What follows belongs to an exercise in optimizing a design on an open flow for small area, a short achievable clock period and few clock cycles per item; a production flow would make more cautious choices. In this exercise RTL edits were held to simulation tests only and were not proved equivalent to the original. No activity file was given, so power comes from the tool's default toggle rates.

Design rs72_dec, start of the top module:
module rs72_dec (
    input             clk,
    input             rst,
    input             in_valid,
    output            in_ready,
    input      [63:0] in_data,
    output            out_valid,
    output     [63:0] out_data,
    output            out_last,
    output            out_corrected,
    output            out_uncorrectable,
    output     [1:0]  out_nerr
);
export LEC_CHECK = 0
export CAP_MARGIN = 20
export CORE_MARGIN = 2
export CORE_UTILIZATION = 50
export CTS_CLUSTER_DIAMETER = 100
export CTS_CLUSTER_SIZE = 28
export PLACE_DENSITY = 0.65
export SLEW_MARGIN = 20
create_clock -name core_clock -period 32.0 [get_ports {clk}]
standard.sh (not shown) runs the stock make flow with config.mk's settings and CLKGATE_MAP_FILE= SYNTH_SCRIPT=/design/flow/synth_recipe.tcl, a recipe that flattens the netlist after the stock synthesis.
==> flow/flow/run.sh <==
#!/bin/bash
set -euo pipefail
export BUFFER_PORTS_ARGS="-buffer_cell sky130_fd_sc_hd__buf_2"
bash standard.sh finish > flow_standard.log 2>&1
Testbench counts at the start, summed over its fixed seeds: cycles 14,512, units 1,600.
Change:
--- a/flow/config.mk
+++ b/flow/config.mk
@@ -8,7 +8,8 @@
 export CAP_MARGIN = 20
 export CORE_MARGIN = 2
-export CORE_UTILIZATION = 50
+export CORE_UTILIZATION = 55
 export CTS_CLUSTER_DIAMETER = 100
 export CTS_CLUSTER_SIZE = 28
-export PLACE_DENSITY = 0.65
+export GPL_TIMING_DRIVEN = 0
+export PLACE_DENSITY = 0.7
 export SLEW_MARGIN = 20
Outcome:
- sequential power barely changes
- clock power hardly moves
- critical path depth does not change
- cell count is about the same
Change:
--- a/flow/config.mk
+++ b/flow/config.mk
@@ -9,7 +9,6 @@
 export CORE_MARGIN = 2
 export CORE_UTILIZATION = 55
-export CTS_CLUSTER_DIAMETER = 100
-export CTS_CLUSTER_SIZE = 28
-export GPL_TIMING_DRIVEN = 0
+export CTS_CLUSTER_DIAMETER = 90
+export CTS_CLUSTER_SIZE = 32
 export PLACE_DENSITY = 0.7
 export SLEW_MARGIN = 20
Effect:
- The new run completed without violations
- utilization falls by 0.52 points
- clock power falls by 2.8%
- non-clock buffer count falls by 139
- synthesized cell count is unchanged
- final area falls by 0.86%
- first-iteration DRC count rises by 10%
- total power falls by 3.5%
- combinational power falls by 6.8%
Change:
--- a/flow/config.mk
+++ b/flow/config.mk
@@ -6,9 +6,9 @@
 export NUM_CORES = 4
 export LEC_CHECK = 0
-export CAP_MARGIN = 20
+export CAP_MARGIN = 12
 export CORE_MARGIN = 2
 export CORE_UTILIZATION = 55
-export CTS_CLUSTER_DIAMETER = 90
-export CTS_CLUSTER_SIZE = 32
+export CTS_CLUSTER_DIAMETER = 100
+export CTS_CLUSTER_SIZE = 28
 export PLACE_DENSITY = 0.7
-export SLEW_MARGIN = 20
+export SLEW_MARGIN = 12
After rerunning: The changed run passed the timing, design-rule and antenna checks. Power is higher by 0.56%. Clock-buffer cell count rose by 8. Via count hardly moves.


rs72_dec again, from the RTL that the note above started with.
==> flow/config.mk <==
export PLATFORM = sky130hd
export DESIGN_NAME = rs72_dec
export DESIGN_NICKNAME = rs72_dec
export VERILOG_FILES = /design/flow/design.v
export SDC_FILE = /design/flow/constraint.sdc
export NUM_CORES = 4
export LEC_CHECK = 0
export CAP_MARGIN = 20
export CORE_MARGIN = 2
export CORE_UTILIZATION = 55
export CTS_CLUSTER_DIAMETER = 100
export CTS_CLUSTER_SIZE = 28
export PLACE_DENSITY = 0.7
export SLEW_MARGIN = 20
==> flow/constraint.sdc <==
create_clock -name core_clock -period 32.0 [get_ports {clk}]
set_input_delay 6.4000 -clock core_clock [delete_from_list [all_inputs] [get_ports {clk}]]
set_output_delay 6.4000 -clock core_clock [all_outputs]
set_load 0.01 [all_outputs]
Scripts as last shown in full above: flow/flow/run.sh
Testbench counts at the start, summed over its fixed seeds: cycles 14,512, units 1,600.
Edit:
CTS_CLUSTER_DIAMETER = 80   (was 100)
CTS_CLUSTER_SIZE = 24   (was 28)
=> The new run passed the timing, design-rule and antenna checks. Routed wire length is about the same. Design area went up slightly. Total power went up slightly. Critical path depth stays the same. Count of clock-buffer cells in the layout went up by 9.

==> re-timing with driven ports <==
The results above use ideal ports. As a check the final layouts listed here were re-extracted and re-timed, cells and wires unchanged. Step 1 assumes that a clkbuf_16 drives the clock port and a buf_2 every other input. Step 2 adds t to the input delays and takes it off the output delays; t is the mean of the earliest and latest rising clock arrival at the registers after step 1. Input paths then give back, and output paths get back, about the clock's delay inside the block. Three values: no drivers, after step 1, after step 2; two values: the first two.
run	t, ns	slack for setup (ns)	latest minus earliest clock arrival (ns)	slew at the worst register clock pin (ns)
the first run of note 1	0.765	24.413 / 24.344 / 24.195	0.053 / 0.054	0.12 / 0.12
the second run of note 1	0.762	24.354 / 24.284 / 24.023	0.049 / 0.049	0.12 / 0.12
the third run of note 1	0.744	24.421 / 24.348 / 24.207	0.081 / 0.081	0.12 / 0.12
the fourth run of note 1	0.765	24.432 / 24.359 / 24.157	0.052 / 0.052	0.11 / 0.11
the first run of note 2	0.737	24.448 / 24.375 / 24.209	0.046 / 0.046	0.12 / 0.12
the second run of note 2	0.734	24.452 / 24.379 / 24.191	0.039 / 0.039	0.10 / 0.10
After both steps setup and hold are still met in every run listed. For the second run of note 1, which loses most, drivers alone change the setup slack by -0.070 ns; drivers and shift together by -0.331 ns.
